This is an optimization exercise on Yosys and OpenROAD, whose aim is small area, a short achievable clock period and few clock cycles per item, not a production implementation.
Function was not checked in any run shown here: the RTL went through the layout flow alone.

===== design/flow/run.sh =====
#!/bin/bash
# synth_recipe.tcl (not shown) runs the flow's synth.tcl, then flattens the netlist and writes it again
# the make line also repeats each setting of config.mk as NAME=value (left out here)
make -C /OpenROAD-flow-scripts/flow DESIGN_CONFIG=/design/flow/config.mk WORK_HOME=/design/flow/orfs CLKGATE_MAP_FILE= SYNTH_SCRIPT=/design/flow/synth_recipe.tcl finish

===== design/flow/config.mk =====
export PLATFORM = sky130hd
export DESIGN_NAME = blk_enc
export DESIGN_NICKNAME = blk_enc
export VERILOG_FILES = /design/flow/design.v
export SDC_FILE = /design/flow/constraint.sdc
export NUM_CORES = 4
export LEC_CHECK = 0
export CAP_MARGIN = 20
export CORE_MARGIN = 2
export CORE_UTILIZATION = 40
export PLACE_DENSITY = 0.6
export SLEW_MARGIN = 20

===== design/flow/constraint.sdc =====
create_clock -name core_clock -period 30.0 [get_ports {clk}]
set_input_delay 6.0000 -clock core_clock [delete_from_list [all_inputs] [get_ports {clk}]]
set_output_delay 6.0000 -clock core_clock [all_outputs]
set_load 0.01 [all_outputs]

===== design/flow/design.v =====
module blk_enc (
    input  wire         clk,
    input  wire         rst_n,
    input  wire         in_valid,
    output wire         in_ready,
    input  wire [31:0]  in_data,
    input  wire [4:0]   cfg_fmt,
    input  wire [1:0]   cfg_mode,
    input  wire [31:0]  cfg_seed,
    input  wire [31:0]  cfg_idx,
    output wire         out_valid,
    input  wire         out_ready,
    output wire [15:0]  out_head,
    output wire [255:0] out_elems,
    output wire         out_overflow,
    output wire [5:0]   out_lost
);
    localparam [31:0] C0 = 32'h9E3779B9;
    localparam [1:0] MODE_RNE = 2'd0, MODE_RTZ = 2'd1, MODE_SR = 2'd2;
    localparam integer NC = 33;              
    integer i;
    function [1:0] f_m;                      
        input [4:0] f;
        case (f)
            5'h0A, 5'h0D, 5'h0B, 5'h0F: f_m = 2'd3;
            5'h0E, 5'h10:               f_m = 2'd2;
            default:                    f_m = 2'd1;
        endcase
    endfunction
    function [3:0] f_bias;
        input [4:0] f;
        case (f)
            5'h0A, 5'h0D: f_bias = 4'd7;
            5'h0E:        f_bias = 4'd15;
            5'h10:        f_bias = 4'd3;
            default:      f_bias = 4'd1;
        endcase
    endfunction
    function [3:0] f_emax;
        input [4:0] f;
        case (f)
            5'h0A, 5'h0D: f_emax = 4'd8;
            5'h0E:        f_emax = 4'd15;
            5'h10:        f_emax = 4'd4;
            default:      f_emax = 4'd2;
        endcase
    endfunction
    function [1:0] f_sbit;                   
        input [4:0] f;
        case (f)
            5'h0A, 5'h0D, 5'h0E:        f_sbit = 2'd3;
            5'h0B, 5'h0F, 5'h10:        f_sbit = 2'd2;
            default:                    f_sbit = 2'd1;
        endcase
    endfunction
    function [1:0] f_sigm;
        input [4:0] f;
        case (f)
            5'h0A, 5'h0D, 5'h0E, 5'h10: f_sigm = 2'd1;
            5'h0B, 5'h0F:               f_sigm = 2'd2;
            default:                    f_sigm = 2'd0;
        endcase
    endfunction
    function f_bead;
        input [4:0] f;
        f_bead = (f == 5'h0A) || (f == 5'h0B) || (f == 5'h0C);
    endfunction
    function [4:0] msb24;
        input [23:0] x;
        integer k;
        begin
            msb24 = 5'd0;
            for (k = 0; k < 24; k = k + 1)
                if (x[k]) msb24 = k[4:0];
        end
    endfunction
    function [4:0] tz24;
        input [23:0] x;
        integer k;
        begin
            tz24 = 5'd24;
            for (k = 23; k >= 0; k = k - 1)
                if (x[k]) tz24 = k[4:0];
        end
    endfunction
    function gtfrac;
        input [22:0] f;
        input [1:0]  sm;
        case (sm)
            2'd1:    gtfrac = f[22] & f[21] & (f[20:0] != 21'd0);
            2'd2:    gtfrac = f[22] & f[21] & f[20] & (f[19:0] != 20'd0);
            default: gtfrac = f[22] & (f[21:0] != 22'd0);
        endcase
    endfunction
    function [8:0] keyf;
        input [30:0] a;
        input [1:0]  sm;
        reg   [4:0]  p;
        reg   [22:0] fr;
        begin
            if (a[30:23] != 8'd0)
                keyf = {1'b0, a[30:23]} + 9'd22 + {8'd0, gtfrac(a[22:0], sm)};
            else begin
                p  = msb24({1'b0, a[22:0]});
                fr = a[22:0] << (5'd23 - p);
                keyf = {4'd0, p} + {8'd0, gtfrac(fr, sm)};
            end
        end
    endfunction
    function [31:0] mul_c1;                  
        input [31:0] x;
        reg   [31:0] nx;
        begin
            nx = ~x;
            mul_c1 = (nx << 0) + (nx << 2) + (nx << 4) + (x << 7) + (x << 9) + (x << 11)
                   + (nx << 14) + (nx << 18) + (nx << 20) + (nx << 25) + (x << 27) + (x << 31)
                   + 32'h02144015;
        end
    endfunction
    function [31:0] mul_c2;                  
        input [31:0] x;
        reg   [31:0] nx;
        begin
            nx = ~x;
            mul_c2 = (x << 0) + (x << 2) + (nx << 4) + (x << 6) + (nx << 9) + (nx << 12)
                   + (nx << 14) + (nx << 16) + (x << 18) + (nx << 20) + (nx << 22) + (nx << 24)
                   + (x << 26) + (nx << 30) + 32'h41515210;
        end
    endfunction
    reg  [5:0]  ph;           
    reg  [5:0]  in_lab;       
    reg  [5:0]  rd_lab;       
    reg  [5:0]  cnt;          
    reg  [4:0]  in_j;         
    reg  [4:0]  rd_j;         
    reg         in_ready_r;
    reg         skid_full;    
    reg         out_valid_r;
    reg  [4:0]  out_j;        
    wire adv      = !skid_full;
    wire fire     = in_valid && in_ready_r;
    wire rd_go    = (cnt > {1'b0, in_j}) && (ph == rd_lab) && adv;
    wire w0       = (in_j == 5'd0);
    wire complete = fire && (in_j == 5'd31);
    wire [5:0] ph_inc = (ph == NC - 1) ? 6'd0 : ph + 6'd1;
    reg  [32*NC-1:0] ring;
    wire [31:0]      slot0 = ring[31:0];
    wire [31:0]      slotl = ring[32*NC-1 -: 32];
    always @(posedge clk)
        ring <= {fire ? in_data : slot0, ring[32*NC-1:32]};
    reg  [4:0]  fmt_in, fmt_blk;
    reg  [1:0]  mode_in, mode_blk;
    reg         lf;           
    reg  [4:0]  lj;           
    reg  [8:0]  fmx, bmx;     
    reg         fnz, bnz;     
    reg         r_nan, r_inf;
    reg  [8:0]  hk [0:3];     
    reg  [3:0]  zf;           
    reg  [8:0]  hm;           
    reg         f_any, f_nan, f_inf;
    wire        w_ff  = (slotl[30:23] == 8'hFF);
    wire        w_nan = w_ff && (slotl[22:0] != 23'd0);
    wire        w_inf = w_ff && (slotl[22:0] == 23'd0);
    wire        w_nz  = !w_ff && (slotl[30:0] != 31'd0);
    wire [8:0]  w_key = keyf(slotl[30:0], f_sigm(fmt_in));
    wire        ff    = (lj[2:0] == 3'd0);
    wire        fb    = (lj == 5'd0);
    wire        nfnz  = (!ff && fnz) || w_nz;
    wire        nbnz  = (!fb && bnz) || w_nz;
    wire [8:0]  nfmx  = (w_nz && (ff || !fnz || w_key > fmx)) ? w_key : fmx;
    wire [8:0]  nbmx  = (w_nz && (fb || !bnz || w_key > bmx)) ? w_key : bmx;
    wire        nnan  = (!fb && r_nan) || w_nan;
    wire        ninf  = (!fb && r_inf) || w_inf;
    always @(posedge clk) begin
        if (fire && w0) begin
            fmt_in  <= cfg_fmt;
            mode_in <= cfg_mode;
        end
        if (complete) begin
            fmt_blk  <= fmt_in;
            mode_blk <= mode_in;
        end
        if (lf) begin
            fmx   <= nfmx;
            fnz   <= nfnz;
            bmx   <= nbmx;
            bnz   <= nbnz;
            r_nan <= nnan;
            r_inf <= ninf;
            if (lj[2:0] == 3'd7) begin
                hk[lj[4:3]] <= nfmx;
                zf[lj[4:3]] <= !nfnz;
            end
            if (lj == 5'd31) begin
                hm    <= nbmx;
                f_any <= nbnz;
                f_nan <= nnan;
                f_inf <= ninf;
            end
        end
    end
    reg  [31:0] ma, mq;
    reg  [4:0]  mcnt;
    wire [32:0] msum = {1'b0, ma} + (mq[0] ? {1'b0, C0} : 33'd0);
    wire        mb30 = ma[0] ^ mq[0];
    wire        mb31 = (ma[1] ^ (ma[0] & mq[0])) ^ mq[1];
    wire [31:0] h_base = {mb31, mb30, mq[31:2]};
    always @(posedge clk) begin
        if (fire && w0) begin
            ma   <= cfg_seed;
            mq   <= cfg_idx;
            mcnt <= 5'd0;
        end else if (mcnt != 5'd30) begin
            ma   <= msum[32:1];
            mq   <= {msum[0], mq[31:1]};
            mcnt <= mcnt + 5'd1;
        end
    end
    reg  [31:0] hpre;
    wire        ld_hpre = (rd_go && rd_j == 5'd31 && cnt == NC) || (complete && cnt == 6'd31);
    always @(posedge clk) begin
        if (ld_hpre)
            hpre <= h_base;
        else if (rd_go)
            hpre <= hpre + C0;
    end
    wire       out_free = !out_valid_r || out_ready;
    reg        v1, v2, v3;
    wire       skid_full_n = skid_full ? !out_free : (v3 && !out_free);
    wire [5:0] cnt_n       = cnt + {5'd0, fire} - {5'd0, rd_go};
    wire [5:0] in_lab_n    = fire ? ph_inc : in_lab;
    wire [5:0] rd_lab_n    = rd_go ? ph_inc : ((fire && cnt == 6'd0) ? ph : rd_lab);
    wire       in_ready_n  = (cnt_n == 6'd0) ||
                             ((ph_inc == in_lab_n) && ((cnt_n != NC) || !skid_full_n));
    always @(posedge clk) begin
        if (!rst_n) begin
            ph         <= 6'd0;
            in_lab     <= 6'd0;
            rd_lab     <= 6'd0;
            cnt        <= 6'd0;
            in_j       <= 5'd0;
            rd_j       <= 5'd0;
            in_ready_r <= 1'b0;
            skid_full  <= 1'b0;
            lf         <= 1'b0;
        end else begin
            ph         <= ph_inc;
            in_lab     <= in_lab_n;
            rd_lab     <= rd_lab_n;
            cnt        <= cnt_n;
            in_j       <= in_j + {4'd0, fire};
            rd_j       <= rd_j + {4'd0, rd_go};
            in_ready_r <= in_ready_n;
            skid_full  <= skid_full_n;
            lf         <= fire;
        end
        lj <= in_j;
    end
    reg  [15:0] c_head;
    reg         c_ovf;
    reg         c_spec;       
    reg  [8:0]  c_zbm;        
    reg  [1:0]  c_m3;         
    reg  [1:0]  c_m;
    reg  [1:0]  c_sbit;
    reg  [1:0]  c_mode;
    wire [3:0]  p_emax = f_emax(fmt_blk);
    wire [8:0]  p_lk   = {5'd0, p_emax} + 9'd22;
    wire [8:0]  p_hc   = (hm > p_lk) ? hm : p_lk;           
    wire [7:0]  p_scale = p_hc[7:0] - 8'd22 - {4'd0, p_emax};
    reg  [1:0]  p_sh [0:3];
    reg  [8:0]  p_dif;
    always @(*)
        for (i = 0; i < 4; i = i + 1) begin
            p_dif = p_hc - hk[i];
            if (!f_bead(fmt_blk) || zf[i])
                p_sh[i] = 2'd0;
            else if (p_dif > 9'd3)
                p_sh[i] = 2'd3;
            else
                p_sh[i] = p_dif[1:0];
        end
    always @(posedge clk)
        if (rd_go && rd_j == 5'd0) begin
            if (f_nan || f_inf) begin
                c_head <= 16'h00FF;
                c_ovf  <= f_inf;
                c_spec <= 1'b1;
            end else if (!f_any) begin
                c_head <= 16'h0000;
                c_ovf  <= 1'b0;
                c_spec <= 1'b1;
            end else begin
                c_head <= {p_sh[3], p_sh[2], p_sh[1], p_sh[0], p_scale};
                c_ovf  <= 1'b0;
                c_spec <= 1'b0;
            end
            c_zbm  <= p_hc + 9'd5 - {5'd0, p_emax} - {5'd0, f_bias(fmt_blk)} - {7'd0, f_m(fmt_blk)};
            c_m3   <= 2'd3 - f_m(fmt_blk);
            c_m    <= f_m(fmt_blk);
            c_sbit <= f_sbit(fmt_blk);
            c_mode <= mode_blk;
        end
    reg  [31:0] d1;
    reg  [31:0] g1;
    reg  [1:0]  fac1;
    wire [31:0] hx0 = hpre ^ (hpre >> 16);
    always @(posedge clk) begin
        if (!rst_n)
            v1 <= 1'b0;
        else if (adv)
            v1 <= rd_go;
        if (adv) begin
            d1   <= slot0;
            g1   <= mul_c1(hx0);
            fac1 <= rd_j[4:3];
        end
    end
    wire        a_sign = d1[31];
    wire [7:0]  a_exp  = d1[30:23];
    wire [23:0] a_s    = {(a_exp != 8'd0), d1[22:0]};
    wire [7:0]  a_expc = (a_exp == 8'd0) ? 8'd1 : a_exp;
    wire        a_nz   = (a_s != 24'd0);
    wire [4:0]  a_lz   = msb24(a_s);
    wire [4:0]  a_tz   = tz24(a_s);
    wire [1:0]  a_sh   = c_head[8 + 2*fac1 +: 2];
    wire signed [10:0] a_dd = $signed({2'b00, c_zbm}) - $signed({9'd0, a_sh}) - $signed({3'b000, a_expc});
    wire signed [10:0] a_lm = $signed({6'd0, a_lz}) + $signed({9'd0, c_m3});
    wire signed [10:0] a_mx = (a_dd > a_lm) ? a_dd : a_lm;
    wire [5:0]  a_sa   = (a_mx > 11'sd62) ? 6'd63 : a_mx[5:0];
    wire signed [10:0] a_eb = a_lm - a_dd;
    wire [4:0]  a_ebase = (a_eb < 11'sd0) ? 5'd0 : a_eb[4:0];
    wire        a_rest = a_nz && ({1'b0, a_tz} + 6'd4 < a_sa);
    wire [31:0] hx1 = g1 ^ (g1 >> 13);
    wire [31:0] hm2 = mul_c2(hx1);
    reg  [23:0] s2_s;
    reg         s2_sign, s2_rest, s2_nz, s2_spec;
    reg  [5:0]  s2_sa;
    reg  [6:0]  s2_eb;
    reg  [1:0]  s2_mode, s2_sbit;
    reg  [31:0] g2;
    always @(posedge clk) begin
        if (!rst_n)
            v2 <= 1'b0;
        else if (adv)
            v2 <= v1;
        if (adv) begin
            s2_s    <= a_s;
            s2_sign <= a_sign;
            s2_rest <= a_rest;
            s2_nz   <= a_nz;
            s2_spec <= c_spec;
            s2_sa   <= a_sa;
            s2_eb   <= {2'b00, a_ebase} << c_m;
            s2_mode <= c_mode;
            s2_sbit <= c_sbit;
            g2      <= hm2 ^ (hm2 >> 16);
        end
    end
    wire [58:0] b_r    = {s2_s, 35'd0} >> s2_sa;
    wire [3:0]  b_q    = b_r[35:32];
    wire [31:0] b_fr   = b_r[31:0];
    wire        b_upn  = b_fr[31] && (s2_rest || b_q[0]);
    wire        b_ups  = (g2 < b_fr);
    wire        b_up   = (s2_mode == MODE_RNE) ? b_upn :
                         (s2_mode == MODE_SR)  ? b_ups : 1'b0;
    reg         s3_sign, s3_up, s3_nz, s3_spec;
    reg  [3:0]  s3_q;
    reg  [6:0]  s3_eb;
    reg  [1:0]  s3_sbit;
    always @(posedge clk) begin
        if (!rst_n)
            v3 <= 1'b0;
        else if (adv)
            v3 <= v2;
        if (adv) begin
            s3_sign <= s2_sign;
            s3_up   <= b_up;
            s3_nz   <= s2_nz;
            s3_spec <= s2_spec;
            s3_q    <= b_q;
            s3_eb   <= s2_eb;
            s3_sbit <= s2_sbit;
        end
    end
    wire [4:0]  c_qr  = {1'b0, s3_q} + {4'd0, s3_up};
    wire [6:0]  c_mag = s3_eb + {2'b00, c_qr};
    reg  [7:0]  c_code;
    always @(*) begin
        c_code = 8'd0;
        if (c_qr != 5'd0 && !s3_spec) begin
            c_code = {1'b0, c_mag};
            c_code[{s3_sbit, 1'b1}] = s3_sign;
        end
    end
    wire        c_lost = !s3_spec && s3_nz && (c_qr == 5'd0);
    reg  [7:0]   sk_code;
    reg          sk_lost;
    reg  [15:0]  head_r;
    reg  [255:0] elems_r;
    reg          ovf_r;
    reg  [5:0]   lost_r;
    wire         o_wr   = out_free && (skid_full || v3);
    wire [7:0]   o_code = skid_full ? sk_code : c_code;
    wire         o_lost = skid_full ? sk_lost : c_lost;
    always @(posedge clk) begin
        if (!rst_n) begin
            out_valid_r <= 1'b0;
            out_j       <= 5'd0;
        end else begin
            out_valid_r <= (o_wr && out_j == 5'd31) || (out_valid_r && !out_ready);
            if (o_wr)
                out_j <= out_j + 5'd1;
        end
        if (!skid_full && v3 && !out_free) begin
            sk_code <= c_code;
            sk_lost <= c_lost;
        end
        if (o_wr) begin
            elems_r <= {o_code, elems_r[255:8]};
            if (out_j == 5'd0) begin
                head_r <= c_head;
                ovf_r  <= c_ovf;
                lost_r <= {5'd0, o_lost};
            end else
                lost_r <= lost_r + {5'd0, o_lost};
        end
    end
    assign in_ready     = in_ready_r;
    assign out_valid    = out_valid_r;
    assign out_head     = head_r;
    assign out_elems    = elems_r;
    assign out_overflow = ovf_r;
    assign out_lost     = lost_r;
endmodule

==> summary.txt, run 1 <==
Outcome
  – Status: no timing/DRC/antenna violations

Critical path
  – Req. time, crit path: 30.40 ns
  – Worst path max stage delay: 0.86 ns
  – CP arrival: 9.39 ns
  – Critical path's slowest cell: buf_4
  – FF-to-FF Start: ring[1039]$_DFF_P_
  – R2R Path End: fmx[1]$_DFFE_PP_
  – Critical path start-end classification: in2reg
  – Worst reg2reg path depth: 26
  – Crit path cell chain: clkdlybuf4s50_1 -> nand2b_1 -> nor2b_4 -> buf_4 -> buf_12
  – Startpoint Class: primary input
  – Critical path peak fanout: 171
  – Flop-to-flop setup slack: approximately 23 ns
  – Worst setup EP type: flip-flop

Synth
  – Mux cell area share after synthesis: ~2.5%
  – Post-synthesis cell count: roughly 5000
  – Largest family of logic cells by synthesized area: adder cells
  – Post-synth ARST share: 0%
  – Adder-cell share of the synthesized area: 16.65%
  – Most used DFF post-synth: dfxtp_1
  – XOR/XNOR Fraction of Synth Area: 3.747%
  – Number of synthesized flops with an enable pin: 667
  – Distinct cells, synth: 90
  – FF+latch count, synth: about 1800
  – Compound-Gate Fraction of Synth Area: 6.140%
  – Synth Area per Inst: 13.60 um2
  – Yosys warns: 2
  – Mapped cell area: 0.06849 mm2
  – Post-synthesis simple-gate area fraction: 5.841%
  – Sequential area share after synthesis: approximately 62%

STA
  – Setup violators final: 0
  – Setup TNS: 0 ns
  – Max-slew violations: 0
  – Final Hold Vio Count: 0
  – Min Tclk post-route: around 9 ns
  – Final hold slack: ~0.27 ns
  – Period utilization: 29.97%
  – Unrepaired setup endpoints after global routing: false
  – Fmax: between 100 and 150 MHz
  – Slew headroom: 18.85%
  – Final worst slack: approximately 21 ns
  – Least-Margin Pin Slew: 1.207 ns
  – Setup Skew: 0.09544 ns

Final layout
  – Layout Nets: 6379
  – ANT cells: 0
  – Area delta synth->final: 18.58%
  – Share of layout cells above drive strength 1: under 10%
  – Commonest non-fill, non-tap cell in the layout: dfxtp_1
  – Cell Count, Final, Fillers Out: 7911
  – Commonest cells after routing, fill and taps aside: dfxtp_1, edfxtp_1, inv_1

Placed design
  – Placed cell count: 7589
  – Post-DP HPWL: 104200 um
  – Setup WS pre-CTS: 20.21 ns
  – Port bufs: roughly 390
  – RD Place Congestion: 0.8988

GRT
  – Met2 Use GR: 27.43%
  – Initial antenna violation count: 6
  – Largest net degree at the start of global routing: 172
  – Grt ovf: 0
  – GRT met3 Usage: 3.065%
  – First-pass GRT wire length: about 220000 um
  – Global-route usage over all layers: 16.27%
  – Vias in the first global route: around 38000
  – Busiest grt layer: met2
  – Global-route met1 utilization: between 20% and 30%

Clock tree
  – Maximum root-to-sink buffer count: 3
  – CTS H-tree depth: 4
  – CTS buffer count: approximately 180
  – Clock sink count: 1779
  – # Post-CTS Setup Buffers: 0
  – CTS tree: done
  – CTS Hold Bufs: 0
  – Clk Latency, worst-skew pair: 0.82 ns
  – Post-cts resize count: 0
  – CTS root buffer: clkbuf_16
  – Worst-path clk slew: roughly 0.060 ns

Min path
  – Hold Path Stages: 0
  – Hold EP: ring[923]$_DFF_P_
  – Hold Crit Class: reg2reg
  – HP Start: ring[955]$_DFF_P_

Floorplanning
  – Io pins: ~390
  – Initial Util: 40.37%
  – Core Region: roughly 0.17 mm2
  – Die height: between 400 and 500 um
  – Core Rows: 151
  – Die width: 417.8 um
  – Die outline area: approximately 0.17 mm2

Drt
  – Post-route ant nets: 0
  – DR vias/cell: around 4.8
  – Via count: 37690
  – Starting DRT DRC Count: 2265
  – Total iterations of the first detailed-routing run: 5
  – Drt wl/cell: 17.87 um
  – Total wire length: 141400 um
  – Drt drc: 0

Flow run
  – Max_cap viols: 0
## cell type report
| class | instances | area (um2) |
|---|---|---|
| flip-flops and latches | 1779 | 42290 |
| fillers | 14790 | 88450 |
| clock buffers | 252 | 5102 |
| well taps | 2218 | 2775 |
| inverters | 518 | 1952 |
| repair buffers | 419 | 4126 |
| clock inverters | 70 | 963.4 |
| multi-input cells | 2655 | 24000 |
## critical path: cells and delay by family
family | cells | cell delay (ns)
buffers and inverters | 3 | 1.96
AND/OR/NAND/NOR | 2 | 1.13
## logic make-up (layout without fill, tap and decap cells)
family,after synthesis,in the layout
AND/OR/NAND/NOR,852,852
XOR/XNOR,293,293
AO/OA/AOI/OAI,640,640
adder cells (fa/ha/maj),723,723
buffers and inverters,603,1259
flip-flops,1779,1779
multiplexers,145,145
other,1,2
## sequential cells by signal, indices dropped and copies added (netlist names), 8 cells and up
name     cells
c_zbm        9
mq          32
hk          36
d1          32
head_r      16
g1          32
ma          32
fmx          9
hm           9
c_head      16
s2_s        24
hpre        32
bmx          9
sk_code      8
ring      1056
elems_r    256
g2          32
## cells in the mapped netlist (all sizes together), types with 6 or more instances
library cell | number | area, um2
fa | 314 | 6286
dfxtp | 1112 | 22260
o311ai | 6 | 52.55
nor3 | 49 | 250.2
nor3b | 7 | 52.55
a31oi | 24 | 150.1
a31o | 7 | 61.31
ha | 409 | 5117
inv | 515 | 1936
o2111ai | 9 | 78.83
nor2b | 46 | 287.8
a211oi | 48 | 365.3
mux2i | 55 | 550.5
a21o | 63 | 474.2
nand2b | 43 | 269.0
o31ai | 19 | 142.6
and2 | 23 | 145.1
buf | 21 | 87.58
nor4 | 30 | 187.7
a22oi | 9 | 67.56
o21a | 37 | 277.8
mux4 | 16 | 360.4
mux2 | 74 | 833.3
xnor2 | 174 | 1524
clkbuf | 64 | 240.2
nor2 | 192 | 720.7
nand2 | 322 | 1209
a211o | 6 | 52.55
o21ai | 159 | 807.0
o21bai | 18 | 135.1
a21boi | 9 | 71.32
xor2 | 119 | 1042
or4 | 10 | 75.07
a221oi | 9 | 102.6
o22ai | 15 | 93.84
o211ai | 13 | 102.6
nand3 | 53 | 265.3
or2 | 7 | 43.79
and3 | 20 | 125.1
a21oi | 144 | 724.5
nand4 | 17 | 106.4
edfxtp | 667 | 20030
or3 | 12 | 81.33
## metrics by stage
stage,instance area (um2),utilization (%)
after CTS,81200,47.86
final,81210,47.87
after global routing,81210,47.87
after global placement,75140,44.29
after floorplan,68490,-
after detailed placement,75140,44.29
## routing by layer
metal	vias to the layer above	share of wire, %
met2	799	49
met4	0	3.5
li1	18220	-
met5	-	0
met1	18450	43
met3	217	4.6
## worst max-delay path by stage
stage                     startpoint                      to  slack, ns  cells past startpoint
after floorplan            out_ready     head_r[0]$_DFFE_PP_      14.96                      4
after global placement     out_ready  elems_r[236]$_DFFE_PP_      20.26                      5
after detailed placement   out_ready  elems_r[227]$_DFFE_PP_      20.21                      5
after CTS                  out_ready  elems_r[228]$_DFFE_PP_      21.10                      5
after global routing       out_ready  elems_r[242]$_DFFE_PP_      20.92                      5
final                      out_ready  elems_r[118]$_DFFE_PP_      21.01                      5
==> inputs of run 2 (changes only) <==
--- a/design/flow/design.v
+++ b/design/flow/design.v
@@ -173,11 +173,11 @@
     wire        nnan  = (!fb && r_nan) || w_nan;
     wire        ninf  = (!fb && r_inf) || w_inf;
     always @(posedge clk) begin
-        if (fire && w0) begin
+        if (w0) begin
             fmt_in  <= cfg_fmt;
             mode_in <= cfg_mode;
         end
-        if (complete) begin
+        if (lf && lj == 5'd31) begin
             fmt_blk  <= fmt_in;
             mode_blk <= mode_in;
         end
@@ -202,23 +202,26 @@
     end
     reg  [31:0] ma, mq;
     reg  [4:0]  mcnt;
+    reg         hb_pend;      
+    wire        ld_hpre;
+    wire        m_load = w0 && (!hb_pend || ld_hpre);
     wire [32:0] msum = {1'b0, ma} + (mq[0] ? {1'b0, C0} : 33'd0);
     wire        mb30 = ma[0] ^ mq[0];
     wire        mb31 = (ma[1] ^ (ma[0] & mq[0])) ^ mq[1];
     wire [31:0] h_base = {mb31, mb30, mq[31:2]};
     always @(posedge clk) begin
-        if (fire && w0) begin
+        if (m_load) begin
             ma   <= cfg_seed;
             mq   <= cfg_idx;
             mcnt <= 5'd0;
-        end else if (mcnt != 5'd30) begin
+        end else if (!w0 && mcnt != 5'd30) begin
             ma   <= msum[32:1];
             mq   <= {msum[0], mq[31:1]};
             mcnt <= mcnt + 5'd1;
         end
     end
     reg  [31:0] hpre;
-    wire        ld_hpre = (rd_go && rd_j == 5'd31 && cnt == NC) || (complete && cnt == 6'd31);
+    assign      ld_hpre = (rd_go && rd_j == 5'd31 && cnt == NC) || (lf && lj == 5'd31 && cnt == 6'd32);
     always @(posedge clk) begin
         if (ld_hpre)
             hpre <= h_base;
@@ -227,12 +230,18 @@
     end
     wire       out_free = !out_valid_r || out_ready;
     reg        v1, v2, v3;
-    wire       skid_full_n = skid_full ? !out_free : (v3 && !out_free);
-    wire [5:0] cnt_n       = cnt + {5'd0, fire} - {5'd0, rd_go};
+    wire       sk_hold     = out_valid_r && (skid_full || v3);    
+    wire       skid_full_n = sk_hold && !out_ready;
+    wire [5:0] cnt_p0      = cnt - {5'd0, rd_go};
+    wire [5:0] cnt_p1      = cnt + 6'd1 - {5'd0, rd_go};
+    wire [5:0] cnt_n       = fire ? cnt_p1 : cnt_p0;
     wire [5:0] in_lab_n    = fire ? ph_inc : in_lab;
-    wire [5:0] rd_lab_n    = rd_go ? ph_inc : ((fire && cnt == 6'd0) ? ph : rd_lab);
-    wire       in_ready_n  = (cnt_n == 6'd0) ||
-                             ((ph_inc == in_lab_n) && ((cnt_n != NC) || !skid_full_n));
+    wire [5:0] rd_lab_n    = rd_go ? ph_inc : ((cnt == 6'd0) ? ph : rd_lab);
+    wire       ir_f1       = (cnt_p1 != NC) || !sk_hold;                  
+    wire       ir_f0       = (cnt_p0 == 6'd0) ||
+                             ((ph_inc == in_lab) && ((cnt_p0 != NC) || !sk_hold));
+    wire       ir_f0r      = (cnt_p0 == 6'd0) || (ph_inc == in_lab);
+    wire       in_ready_n  = fire ? (ir_f1 || out_ready) : (out_ready ? ir_f0r : ir_f0);
     always @(posedge clk) begin
         if (!rst_n) begin
             ph         <= 6'd0;
@@ -244,12 +253,14 @@
             in_ready_r <= 1'b0;
             skid_full  <= 1'b0;
             lf         <= 1'b0;
+            hb_pend    <= 1'b0;
         end else begin
             ph         <= ph_inc;
             in_lab     <= in_lab_n;
             rd_lab     <= rd_lab_n;
             cnt        <= cnt_n;
             in_j       <= in_j + {4'd0, fire};
+            hb_pend    <= complete || (hb_pend && !ld_hpre);
             rd_j       <= rd_j + {4'd0, rd_go};
             in_ready_r <= in_ready_n;
             skid_full  <= skid_full_n;
@@ -401,7 +412,8 @@
     reg  [255:0] elems_r;
     reg          ovf_r;
     reg  [5:0]   lost_r;
-    wire         o_wr   = out_free && (skid_full || v3);
+    wire         o_any  = skid_full || v3;
+    wire         o_wr   = (out_j == 5'd0) ? (out_free && o_any) : o_any;
     wire [7:0]   o_code = skid_full ? sk_code : c_code;
     wire         o_lost = skid_full ? sk_lost : c_lost;
     always @(posedge clk) begin
@@ -417,8 +429,10 @@
             sk_code <= c_code;
             sk_lost <= c_lost;
         end
+        for (i = 0; i < 32; i = i + 1)
+            if (o_wr && out_j == i)
+                elems_r[8*i +: 8] <= o_code;
         if (o_wr) begin
-            elems_r <= {o_code, elems_r[255:8]};
             if (out_j == 5'd0) begin
                 head_r <= c_head;
                 ovf_r  <= c_ovf;
==> summary.txt, run 2 <==
Final layout
  – Commonest non-fill, non-tap cell in the layout: dfxtp_1
  – Max reg flops: 1056
  – Area delta synth->final: 18.66%
  – Layout Nets: 6590
  – Cell Count, Final, Fillers Out: 8210
  – Commonest cells after routing, fill and taps aside: dfxtp_1, edfxtp_1, inv_1
  – Final Core Density: 47.85%
  – Share of layout cells above drive strength 1: 7.686%
  – Register with the most flip-flops: ring
  – Fin area: between 0.08 and 0.09 mm2

Critical path
  – CP arrival: 1.88 ns
  – Critical path peak fanout: 3
  – Kind of cell adding the most delay to the critical path: buffers and inverters
  – Crit path cell chain: clkdlybuf4s50_1
  – Worst setup EP type: output port
  – Critical path's slowest cell: clkdlybuf4s50_1
  – Startpoint Class: flip-flop
  – WP buf/inv: 1
  – Req. time, crit path: 24.00 ns
  – Worst path max stage delay: 0.60 ns
  – Critical path start-end classification: reg2out

STA
  – Fmax: 126.8 MHz
  – Least-Margin Pin Slew: 1.046 ns
  – Setup TNS: 0 ns
  – Min Tclk post-route: 7.884 ns
  – Final worst slack: 22.12 ns
  – Final Hold Vio Count: 0
  – Setup violators final: 0
  – Period utilization: 26.28%
  – Setup Skew: 0.06300 ns
  – Slew headroom: between 30% and 40%
  – Max-slew violations: 0
  – Unrepaired setup endpoints after global routing: false

Synth
  – Post-synth ARST share: 0%
  – Sequential area share after synthesis: 61.09%
  – Yosys top cell area share: 32.17%
  – Largest area contributor in the netlist: dfxtp_1
  – Largest cells by area after synthesis: dfxtp_1, edfxtp_1, fa_1
  – Post-synthesis cell count: 5242
  – Commonest cells in the netlist: dfxtp_1, edfxtp_1, inv_1
  – Most common cell in the netlist: dfxtp_1
  – Distinct cells, synth: 90
  – Most used DFF post-synth: dfxtp_1
  – Yosys warns: 2
  – Number of synthesized flops with an enable pin: 667
  – FF+latch count, synth: 1780
  – Mapped cell area: between 0.06 and 0.07 mm2
  – Synth Area per Inst: 13.21 um2

Drt
  – Drt drc: 0
  – Total wire length: ~150000 um
  – Via count: 38840
  – Starting DRT DRC Count: around 2400
  – Drt wl/cell: approximately 18 um
  – Post-route ant nets: 0
  – DR vias/cell: 4.731
  – Total iterations of the first detailed-routing run: 7

Min path
  – Hold Crit Class: reg2reg

Floorplanning
  – Core Rows: 152
  – Core Region: 0.1717 mm2
  – Io pins: 388
  – Die width: 420.1 um
  – Initial Util: 40.33%
  – Die outline area: 0.1765 mm2
  – Die height: 420.1 um

GRT
  – Initial antenna violation count: 17
  – Largest net degree at the start of global routing: 97
  – First-pass GRT wire length: 228300 um
  – Vias in the first global route: 39120
  – Grt ovf: 0
  – Global-route usage over all layers: ~17%

Clock tree
  – CTS tree: done
  – Worst-path clk slew: 0.06 ns
  – CTS buffer count: 175
  – CTS root buffer: clkbuf_16
  – # Post-CTS Setup Buffers: 0
  – Clk Latency, worst-skew pair: 0.83 ns
  – Clock sink count: 1780
  – Post-cts resize count: 0
  – Maximum root-to-sink buffer count: 3
  – CTS Hold Bufs: 0
  – CTS H-tree depth: 4

Flow run
  – Max_cap viols: 0

Placed design
  – Port bufs: 387
  – RD Place Congestion: just under 0.9
  – Area post-placement: roughly 0.076 mm2
  – Placed cell count: just under 8000
  – Setup WS pre-CTS: 21.27 ns
  – Post-DP HPWL: 108400 um

Outcome
  – Status: no timing/DRC/antenna violations
[run 2: cell types whose count changed after synthesis, moves of 17 or more]
cell	before	now
nand2_1	322	421
a21oi_1	143	166
nor2_1	192	215
mux2_2	74	53
inv_1	511	529
and2_1	21	38
[run 2: path summary, 6_finish.rpt]
| kind | from | end | slack, ns | cells past startpoint |
|---|---|---|---|---|
| setup / recovery | in_ready_r$_SDFF_PN0_ | in_ready | 22.12 | 1 |
| hold / removal | ring[178]$_DFF_P_ | ring[146]$_DFF_P_ | 0.27 | 0 |
| setup reg to reg | ring[1029]$_DFF_P_ | hk[2][3]$_DFFE_PP_ | 22.53 | 30 |
| hold reg to reg | ring[178]$_DFF_P_ | ring[146]$_DFF_P_ | 0.27 | 0 |
[run 2: area by class of cell]
class | instances | area (um2)
Antenna cell | 6 | 15.01
Clock buffer | 237 | 5051
Clock inverter | 85 | 1007
Fill cell | 15050 | 89560
Inverter | 532 | 2002
Multi-Input combinational cell | 2829 | 24700
Sequential cell | 1780 | 42310
Tap cell | 2310 | 2890
Timing Repair Buffer | 431 | 4204
[run 2: cells by family after synthesis]
| group | after synthesis | synth area share [%] |
|---|---|---|
| buffers and inverters | 634 | 3.474 |
| DFF | 1780 | 61.09 |
| and+or+nand+nor | 1024 | 6.862 |
| other | 1 | 0.005415 |
| xor gates and xnor gates | 303 | 3.832 |
| AOI/OAI and AO/OA | 648 | 6.033 |
| adders and majority gates | 734 | 16.69 |
| muxes | 118 | 2.014 |
[run 2: per-stage QoR]
stage	hold WS, ns
global route	0.2714
finish	0.2652
detailed placement	0.3121
CTS	0.2692
floorplan	0.3096
global placement	0.3100
[run 2: worst register-to-register path, delay by kind of cell, from the launching register on]
kind	cells	cell delay, ns
buf+inv	4	1.12
simple gates	6	0.89
compound gates	16	3.53
fa+ha+maj	3	0.72
flops	1	0.54
mux	1	0.42
[run 2: routing by layer]
layer | wire, um | up-vias | GRT usage [%]
li1 | - | 18800 | -
met1 | 67520 | 18850 | 22.68
met2 | 69110 | 933 | 27.15
met3 | 7925 | 253 | 3.354
met4 | 4247 | 2 | 5.755
met5 | 13 | - | 0
==> inputs of run 3 (changes only) <==
--- a/design/flow/config.mk
+++ b/design/flow/config.mk
@@ -8,5 +8,6 @@
 export CAP_MARGIN = 20
 export CORE_MARGIN = 2
 export CORE_UTILIZATION = 40
+export CTS_BUF_LIST = sky130_fd_sc_hd__clkbuf_4 sky130_fd_sc_hd__clkbuf_8
 export PLACE_DENSITY = 0.6
 export SLEW_MARGIN = 20
==> summary.txt, run 3 <==
Synth
  – Largest cells by area after synthesis: dfxtp_1, edfxtp_1, fa_1
  – Mapped cell area: 0.06926 mm2
  – Adder-cell share of the synthesized area: 16.69%
  – Most common cell in the netlist: dfxtp_1
  – Post-synthesis cell count: ~5200
  – Most used DFF post-synth: dfxtp_1
  – Synth Area per Inst: 13.21 um2
  – Commonest cells in the netlist: dfxtp_1, edfxtp_1, inv_1
  – Post-synthesis simple-gate area fraction: 6.862%
  – FF+latch count, synth: 1780
  – Largest area contributor in the netlist: dfxtp_1
  – Distinct cells, synth: 90
  – Largest family of logic cells by synthesized area: adder cells
  – Post-synth ARST share: 0%
  – Number of synthesized flops with an enable pin: ~670
  – Mux cell area share after synthesis: 2.014%
  – Yosys top cell area share: 32.17%
  – Compound-Gate Fraction of Synth Area: 6.032%
  – Yosys warns: 2
  – XOR/XNOR Fraction of Synth Area: 3.832%
  – Sequential area share after synthesis: 61.09%

Critical path
  – Worst setup EP type: output port
  – CP arrival: 2.03 ns
  – Startpoint Class: flip-flop
  – Crit path cell chain: clkdlybuf4s50_1
  – Critical path's slowest cell: clkdlybuf4s50_1
  – WP buf/inv: 1
  – Worst path max stage delay: 0.59 ns
  – Req. time, crit path: 24.00 ns
  – Critical path peak fanout: 3
  – Critical path start-end classification: reg2out
  – Kind of cell adding the most delay to the critical path: buffers and inverters

Clock tree
  – Maximum root-to-sink buffer count: 4
  – Worst-path clk slew: about 0.06 ns
  – Post-cts resize count: 0
  – CTS root buffer: clkbuf_8
  – CTS buffer count: 293
  – Clk Latency, worst-skew pair: 0.98 ns
  – # Post-CTS Setup Buffers: 0
  – CTS Hold Bufs: 0
  – CTS H-tree depth: 5
  – Clock sink count: between 1500 and 2000
  – CTS tree: done

STA
  – Min Tclk post-route: 8.030 ns
  – Fmax: 124.5 MHz
  – Final hold slack: 0.2606 ns
  – Setup Skew: 0.09214 ns
  – Setup violators final: 0
  – Setup TNS: 0 ns
  – Final Hold Vio Count: 0
  – Unrepaired setup endpoints after global routing: false
  – Slew headroom: 30.44%
  – Final worst slack: roughly 22 ns
  – Least-Margin Pin Slew: 1.040 ns
  – Max-slew violations: 0
  – Period utilization: 26.77%

GRT
  – Grt ovf: 0
  – Global-route usage over all layers: 17.02%
  – Vias in the first global route: 40100
  – Largest net degree at the start of global routing: 97
  – Initial antenna violation count: 18
  – First-pass GRT wire length: 230700 um

Final layout
  – Max reg flops: 1056
  – Register with the most flip-flops: ring
  – Commonest non-fill, non-tap cell in the layout: dfxtp_1
  – Share of layout cells above drive strength 1: 10.58%
  – Commonest cells after routing, fill and taps aside: dfxtp_1, edfxtp_1, inv_1
  – Layout Nets: 6708
  – Final Core Density: 47.78%
  – Fin area: between 0.08 and 0.09 mm2
  – Filler Cell Count: 15130
  – Area delta synth->final: 18.47%

Floorplanning
  – Core Rows: 152
  – Die outline area: 0.1765 mm2
  – Core Region: 0.1717 mm2
  – Io pins: 388
  – Initial Util: 40.33%
  – Die height: ~420 um
  – Die width: 420.1 um

Placed design
  – Post-DP HPWL: approximately 110000 um
  – Setup WS pre-CTS: 21.27 ns
  – RD Place Congestion: 0.8840
  – Port bufs: 387
  – Area post-placement: approximately 0.076 mm2

Drt
  – Post-route ant nets: 0
  – Starting DRT DRC Count: 2153
  – Via count: 39430
  – Total iterations of the first detailed-routing run: 6
  – Drt drc: 0
  – DR vias/cell: between 4 and 5
  – Drt wl/cell: around 18 um
  – Total wire length: 150400 um

Outcome
  – Status: no timing/DRC/antenna violations

Flow run
  – Max_cap viols: 0

Min path
  – Hold Crit Class: reg2reg
run 3: cell count changes in the layout (fill, tap and decap cells not counted), moves of 7 or more:
cell | before | now
inv_6 | 11 | 4
clkbuf_8 | 29 | 333
clkbuf_16 | 182 | 0
clkinv_16 | 8 | 0
clkinv_1 | 13 | 22
clkbuf_4 | 0 | 93
clkbuf_1 | 26 | 0
run 3: path summary, 6_finish.rpt:
kind | startpoint | endpoint | slack (ns) | cells after the start
min | ring[339]$_DFF_P_ | ring[307]$_DFF_P_ | 0.26 | 0
max | in_ready_r$_SDFF_PN0_ | in_ready | 21.97 | 1
min reg2reg | ring[339]$_DFF_P_ | ring[307]$_DFF_P_ | 0.26 | 0
max reg2reg | ring[1029]$_DFF_P_ | fmx[3]$_DFFE_PP_ | 22.49 | 30
run 3: logic make-up (layout without fill, tap and decap cells):
logic type	count (synthesis)	count (layout)
DFF	1780	1780
adders and majority gates	734	734
AOI/OAI and AO/OA	648	648
and+or+nand+nor	1024	1024
buffers and inverters	634	1457
xor gates and xnor gates	303	303
muxes	118	118
other	1	12
run 3: final cells by class:
cell class	count	area, um2	share of cell area, %
sequential	1780	42310	51.57
multi-input combinational	2829	24700	30.10
clock buffer	426	5281	6.437
timing repair buffer	431	4204	5.124
tap	2310	2890	3.523
inverter	532	2002	2.440
clock inverter	68	635.6	0.7747
antenna	10	25.02	0.03050
run 3: routing by layer:
metal	share of wire (%)	up-vias	global-route usage [%]	wire, um
met5	0	-	0	0
met4	3.0	0	5.822	4574
met3	6.0	278	4.018	8987
met2	46	1035	27.36	69570
met1	45	19060	22.52	67230
li1	-	19060	-	-
run 3: per-stage QoR:
step | instances
after floorplan | 5243
after global placement | 7882
after detailed placement | 7882
after CTS | 8376
after global routing | 8385
final | 8386
run 3: worst reg2reg max path: cells and delay by family (launching register included):
family | cells | cell delay [ns]
buffers and inverters | 4 | 1.13
AND/OR/NAND/NOR | 6 | 0.90
adder cells (fa/ha/maj) | 3 | 0.71
multiplexers | 1 | 0.43
AO/OA/AOI/OAI | 16 | 3.49
flip-flops | 1 | 0.53
==> inputs of run 4 (changes only) <==
==> design/flow/flow/run.sh (new file) <==
#!/bin/bash
# Standard layout (the standard.sh: standard synthesis, floorplan, place,
# CTS, route), with the port buffers made of sky130_fd_sc_hd__buf_1 cells
# instead of the resizer's default pick.
set -euo pipefail
export BUFFER_PORTS_ARGS="-buffer_cell sky130_fd_sc_hd__buf_1"
bash standard.sh > standard_flow.log 2>&1
==> design/flow/standard.sh (new file) <==
#!/bin/bash
# synth_recipe.tcl (not shown) runs the flow's synth.tcl, then flattens the netlist and writes it again
# the make line also repeats each setting of config.mk as NAME=value (left out here)
make -C /OpenROAD-flow-scripts/flow DESIGN_CONFIG=/design/flow/config.mk WORK_HOME=/design/flow/orfs CLKGATE_MAP_FILE= SYNTH_SCRIPT=/design/flow/synth_recipe.tcl "${@:-finish}"
--- a/design/flow/config.mk
+++ b/design/flow/config.mk
@@ -8,6 +8,5 @@
 export CAP_MARGIN = 20
 export CORE_MARGIN = 2
 export CORE_UTILIZATION = 40
-export CTS_BUF_LIST = sky130_fd_sc_hd__clkbuf_4 sky130_fd_sc_hd__clkbuf_8
 export PLACE_DENSITY = 0.6
 export SLEW_MARGIN = 20
removed: design/flow/run.sh
==> summary.txt, run 4 <==
Outcome
  – Status: no timing/DRC/antenna violations

Critical path
  – CP arrival: 8.09 ns
  – Critical path start-end classification: in2reg
  – Setup crit start: out_ready
  – R2R Path End: bmx[8]$_DFFE_PP_
  – End of the critical path: elems_r[248]$_DFFE_PP_
  – Startpoint Class: primary input
  – Worst setup EP type: flip-flop
  – Req. time, crit path: 30.51 ns
  – Critical path peak fanout: 12
  – Worst reg2reg path depth: 29
  – Flop-to-flop setup slack: 22.46 ns
  – FF-to-FF Start: ring[1038]$_DFF_P_

Synth
  – Largest family of logic cells by synthesized area: adder cells
  – FF+latch count, synth: 1780
  – Distinct cells, synth: 90
  – Compound-Gate Fraction of Synth Area: 6.032%
  – Post-synthesis cell count: 5242
  – Sequential area share after synthesis: 61.09%
  – Yosys top cell area share: about 32%
  – Largest area contributor in the netlist: dfxtp_1
  – Yosys warns: 2
  – Post-synth ARST share: 0%
  – Most common cell in the netlist: dfxtp_1
  – Most used DFF post-synth: dfxtp_1
  – Adder-cell share of the synthesized area: around 17%
  – Number of synthesized flops with an enable pin: 667
  – Commonest cells in the netlist: dfxtp_1, edfxtp_1, inv_1
  – Mapped cell area: slightly below 0.07 mm2
  – XOR/XNOR Fraction of Synth Area: 3.832%
  – Post-synthesis simple-gate area fraction: under 10%
  – Largest cells by area after synthesis: dfxtp_1, edfxtp_1, fa_1
  – Synth Area per Inst: 13.21 um2
  – Mux cell area share after synthesis: between 2 and 2.5%

Clock tree
  – Clk Latency, worst-skew pair: 0.81 ns
  – Clock sink count: 1780
  – CTS root buffer: clkbuf_16
  – Worst-path clk slew: 0.06 ns
  – CTS tree: done
  – Post-cts resize count: 0
  – # Post-CTS Setup Buffers: 0
  – CTS buffer count: 175
  – CTS H-tree depth: 4
  – CTS Hold Bufs: 0
  – Maximum root-to-sink buffer count: 3

STA
  – Final Hold Vio Count: 0
  – Fmax: 131.9 MHz
  – Slew headroom: 25.10%
  – Final hold slack: 0.3065 ns
  – Unrepaired setup endpoints after global routing: false
  – Setup violators final: 0
  – Max-slew violations: 0
  – Setup TNS: 0 ns
  – Min Tclk post-route: 7.583 ns
  – Period utilization: 25.28%
  – Setup Skew: ~0.046 ns
  – Least-Margin Pin Slew: between 1 and 1.5 ns

Placed design
  – RD Place Congestion: 0.8810
  – Port bufs: about 390
  – Post-DP HPWL: 107000 um
  – Placed cell count: 7883

Final layout
  – Cell Count, Final, Fillers Out: 8214
  – Share of layout cells above drive strength 1: roughly 8%
  – Max reg flops: 1056
  – Register with the most flip-flops: ring
  – Commonest cells after routing, fill and taps aside: dfxtp_1, edfxtp_1, inv_1
  – Layout Nets: 6591
  – Commonest non-fill, non-tap cell in the layout: dfxtp_1
  – Area delta synth->final: 15.27%

Drt
  – Total iterations of the first detailed-routing run: 5
  – DR vias/cell: 4.721
  – Starting DRT DRC Count: between 2000 and 2500
  – Drt drc: 0
  – Total wire length: roughly 150000 um
  – Via count: slightly below 40000
  – Post-route ant nets: 0
  – Drt wl/cell: around 18 um

GRT
  – First-pass GRT wire length: 224900 um
  – Grt ovf: 0
  – Largest net degree at the start of global routing: between 90 and 100
  – Initial antenna violation count: 25
  – Vias in the first global route: between 30000 and 40000
  – Global-route usage over all layers: 16.55%

Floorplanning
  – Initial Util: 40.33%
  – Core Rows: 152
  – Die outline area: between 0.15 and 0.2 mm2
  – Die width: 420.1 um
  – Die height: 420.1 um
  – Core Region: 0.1717 mm2
  – Io pins: 388

Flow run
  – Max_cap viols: 0

Min path
  – Hold Crit Class: reg2reg
[run 4: cell counts after synthesis]
Identical to the previous run, type by type.
[run 4: worst min-delay path by stage]
stage	slack, ns	cells past startpoint	from	endpoint
final	0.31	0	ring[431]$_DFF_P_	ring[399]$_DFF_P_
after global routing	0.32	0	ring[159]$_DFF_P_	ring[127]$_DFF_P_
after CTS	0.31	0	ring[431]$_DFF_P_	ring[399]$_DFF_P_
after detailed placement	0.31	0	ring[51]$_DFF_P_	ring[19]$_DFF_P_
after global placement	0.31	0	ring[333]$_DFF_P_	ring[301]$_DFF_P_
after floorplan	0.31	0	ring[32]$_DFF_P_	ring[0]$_DFF_P_
[run 4: stage by stage]
step / area [um2] / util [%] / setup WS, ns
2_1_floorplan: 69260 / - / 22.19
3_3_place_gp: 73660 / 42.89 / 21.65
3_5_place_dp: 73660 / 42.89 / 21.61
4_1_cts: 79800 / 46.47 / 22.40
5_1_grt: 79830 / 46.48 / 21.97
6_report: 79830 / 46.48 / 22.42
[run 4: logic make-up after synthesis]
group	Yosys count
adder cells (fa/ha/maj)	734
XOR/XNOR	303
buffers and inverters	634
other	1
flip-flops	1780
AND/OR/NAND/NOR	1024
AO/OA/AOI/OAI	648
multiplexers	118
[run 4: layout make-up]
cell class / count / area (um2)
sequential: 1780 / 42310
clock inverter: 107 / 1254
clock buffer: 216 / 4881
antenna: 8 / 20.02
multi-input combinational: 2829 / 24680
timing repair buffer: 432 / 1792
tap: 2310 / 2890
fill: 15370 / 91910
inverter: 532 / 2002
[run 4: worst max-delay path: stages]
cell,delay (ns)
buf_1,0.07
nand2b_1,0.25
o22ai_1,0.65
clkinv_1,0.62
nand2_1,0.30
inv_1,0.19
[run 4: routing by layer]
layer | vias to the layer above | wire (um) | share of wire [%] | global-route usage [%]
met1 | 18720 | 65400 | 45 | 22.00
met3 | 276 | 8237 | 5.6 | 3.482
met5 | - | 81 | 0.055 | 0
met2 | 971 | 67800 | 46 | 26.39
li1 | 18800 | - | - | -
met4 | 12 | 4991 | 3.4 | 6.621
==> inputs of run 5 (changes only) <==
==> design/flow/flow/run.sh (replaced) <==
#!/bin/bash
# Standard layout (the standard.sh: standard synthesis, floorplan, place,
# CTS, route), with the port buffers made of sky130_fd_sc_hd__buf_2 cells
# instead of the resizer's default pick.
set -euo pipefail
export BUFFER_PORTS_ARGS="-buffer_cell sky130_fd_sc_hd__buf_2"
bash standard.sh > standard_flow.log 2>&1
==> summary.txt, run 5 <==
Outcome
  – Status: no timing/DRC/antenna violations

Final layout
  – Area of the multi-input gates: about 0.025 mm2
  – Commonest cells after routing, fill and taps aside: dfxtp_1, edfxtp_1, inv_1
  – Commonest non-fill, non-tap cell in the layout: dfxtp_1
  – Area delta synth->final: 15.72%
  – Max reg flops: between 1000 and 1500
  – Final Core Density: 46.67%
  – Register Area: 0.04231 mm2
  – Fin area: 0.08014 mm2
  – Register with the most flip-flops: ring
  – Filler Cell Count: 15180
  – Layout Nets: around 6600
  – Share of layout cells above drive strength 1: 14.29%

Min path
  – Hold EP: ring[105]$_DFF_P_
  – HP Start: ring[137]$_DFF_P_
  – Hold Path Stages: 0
  – Hold Crit Class: reg2reg

Placed design
  – Post-DP HPWL: 106900 um
  – Port bufs: approximately 390
  – Area post-placement: 0.07415 mm2
  – Setup WS pre-CTS: 21.70 ns
  – RD Place Congestion: 0.8719

Synth
  – Synth Area per Inst: 13.21 um2
  – Most common cell in the netlist: dfxtp_1
  – Mapped cell area: 0.06926 mm2
  – Post-synthesis cell count: 5242
  – Largest area contributor in the netlist: dfxtp_1
  – Number of synthesized flops with an enable pin: about 670
  – Largest cells by area after synthesis: dfxtp_1, edfxtp_1, fa_1
  – Post-synth ARST share: 0%
  – Yosys top cell area share: 32.17%
  – Most used DFF post-synth: dfxtp_1
  – FF+latch count, synth: 1780
  – Commonest cells in the netlist: dfxtp_1, edfxtp_1, inv_1
  – Sequential area share after synthesis: 61.09%
  – Yosys warns: 2
  – Distinct cells, synth: 90

STA
  – Max-slew violations: 0
  – Final hold slack: 0.2854 ns
  – Min Tclk post-route: 7.480 ns
  – Slew headroom: between 20% and 30%
  – Setup Skew: approximately 0.047 ns
  – Unrepaired setup endpoints after global routing: false
  – Final Hold Vio Count: 0
  – Final worst slack: about 23 ns
  – Setup TNS: 0 ns
  – Least-Margin Pin Slew: 1.075 ns
  – Setup violators final: 0
  – Fmax: between 100 and 150 MHz
  – Period utilization: 24.93%

GRT
  – Grt ovf: 0
  – Global-route usage over all layers: 16.56%
  – Largest net degree at the start of global routing: 95
  – Initial antenna violation count: 26
  – First-pass GRT wire length: 225400 um
  – Vias in the first global route: 39020

Clock tree
  – CTS buffer count: 175
  – Clk Latency, worst-skew pair: slightly above 0.8 ns
  – CTS tree: done
  – Maximum root-to-sink buffer count: 3
  – # Post-CTS Setup Buffers: 0
  – CTS Hold Bufs: 0
  – CTS root buffer: clkbuf_16
  – Clock sink count: 1780
  – CTS H-tree depth: 4
  – Worst-path clk slew: approximately 0.06 ns
  – Post-cts resize count: 0

Critical path
  – R2R Path End: hk[1][0]$_DFFE_PP_
  – Worst path max stage delay: 0.57 ns
  – Worst reg2reg path depth: 28
  – FF-to-FF Start: ring[1038]$_DFF_P_
  – Critical path peak fanout: 12
  – Critical path start-end classification: in2reg
  – CP arrival: 7.99 ns
  – Startpoint Class: primary input
  – Critical path's slowest cell: clkinv_1
  – Flop-to-flop setup slack: 22.57 ns
  – Crit path cell chain: buf_2 -> nand2b_1 -> o22ai_1 -> clkinv_1 -> nand2_1 -> inv_1
  – Req. time, crit path: 30.51 ns
  – Worst setup EP type: flip-flop

Drt
  – Drt wl/cell: 17.81 um
  – Post-route ant nets: 0
  – DR vias/cell: 4.754
  – Total iterations of the first detailed-routing run: 6
  – Starting DRT DRC Count: 2144
  – Drt drc: 0
  – Total wire length: 146100 um
  – Via count: 39010

Floorplanning
  – Die outline area: roughly 0.18 mm2
  – Initial Util: just over 40%
  – Core Rows: ~150
  – Core Region: 0.1717 mm2
  – Die height: roughly 420 um
  – Io pins: 388
  – Die width: between 400 and 500 um

Flow run
  – Max_cap viols: 0
[run 5: critical path, delay by kind of cell]
family | cells | cell delay, ns
compound gates | 1 | 0.56
buf+inv | 3 | 0.87
simple gates | 2 | 0.55
[run 5: per-stage QoR]
step	std cells
after floorplan	5243
after global placement	7883
after detailed placement	7883
after CTS	8204
after global routing	8206
final	8206
[run 5: how the worst max path moves through the flow]
stage | to | slack (ns) | from | cells past startpoint
2_1_floorplan | elems_r[0]$_DFFE_PP_ | 22.19 | out_ready | 3
3_3_place_gp | elems_r[248]$_DFFE_PP_ | 21.70 | out_ready | 6
3_5_place_dp | elems_r[248]$_DFFE_PP_ | 21.70 | out_ready | 6
4_1_cts | out_elems[97] | 22.38 | elems_r[97]$_DFFE_PP_ | 1
5_1_grt | hk[1][0]$_DFFE_PP_ | 22.17 | ring[1038]$_DFF_P_ | 28
6_report | elems_r[254]$_DFFE_PP_ | 22.52 | out_ready | 6
[run 5: kinds of logic after synthesis]
kind of cell / synth area share [%]
simple gates: 6.862
flops: 61.09
buf+inv: 3.474
mux: 2.014
fa+ha+maj: 16.69
xor+xnor: 3.832
other cells: 0.005415
compound gates: 6.033
[run 5: layout make-up]
class,count,share of cell area [%]
Sequential cell,1780,52.79
Timing Repair Buffer,432,2.838
Multi-Input combinational cell,2829,30.79
Inverter,532,2.498
Tap cell,2310,3.606
Clock inverter,92,1.238
Antenna cell,2,0.006245
Clock buffer,229,6.231
[run 5: metal layers]
metal	vias to the layer above	wire length (um)	GRT usage, %
li1	18790	-	-
met5	-	59	0
met2	947	69090	27.09
met1	19020	64780	22.09
met3	243	8667	3.354
met4	12	3528	5.146

re-timing with driven ports:
Ports are ideal in the flow. The routed layouts listed here were re-timed in OpenROAD. Step 1 (the two cells are an assumption about what drives the block):
set clk [get_ports {clk}]
set_driving_cell -lib_cell sky130_fd_sc_hd__clkbuf_16 $clk
set_driving_cell -lib_cell sky130_fd_sc_hd__buf_2 [delete_from_list [all_inputs] $clk]
Step 2 also shifts input and output timing later by t, the mid clock arrival at the registers, as if the neighbouring blocks saw the same clock. a / b / c = ideal / step 1 / step 2; a / b = the first two.
run	t, ns	slack for setup (ns)	cell pins on the clock port's net
run 1	0.858	21.009 / 21.061 / 20.203	1
run 2	0.879	22.116 / 22.036 / 21.318	1
run 3	1.017	21.970 / 21.897 / 21.324	1
run 4	0.867	22.417 / 22.422 / 21.612	1
run 5	0.875	22.520 / 22.450 / 21.695	1
After both steps setup and hold are still met in every run listed. For run 5, which loses most, drivers alone change the setup slack by -0.070 ns; drivers and shift together by -0.825 ns.
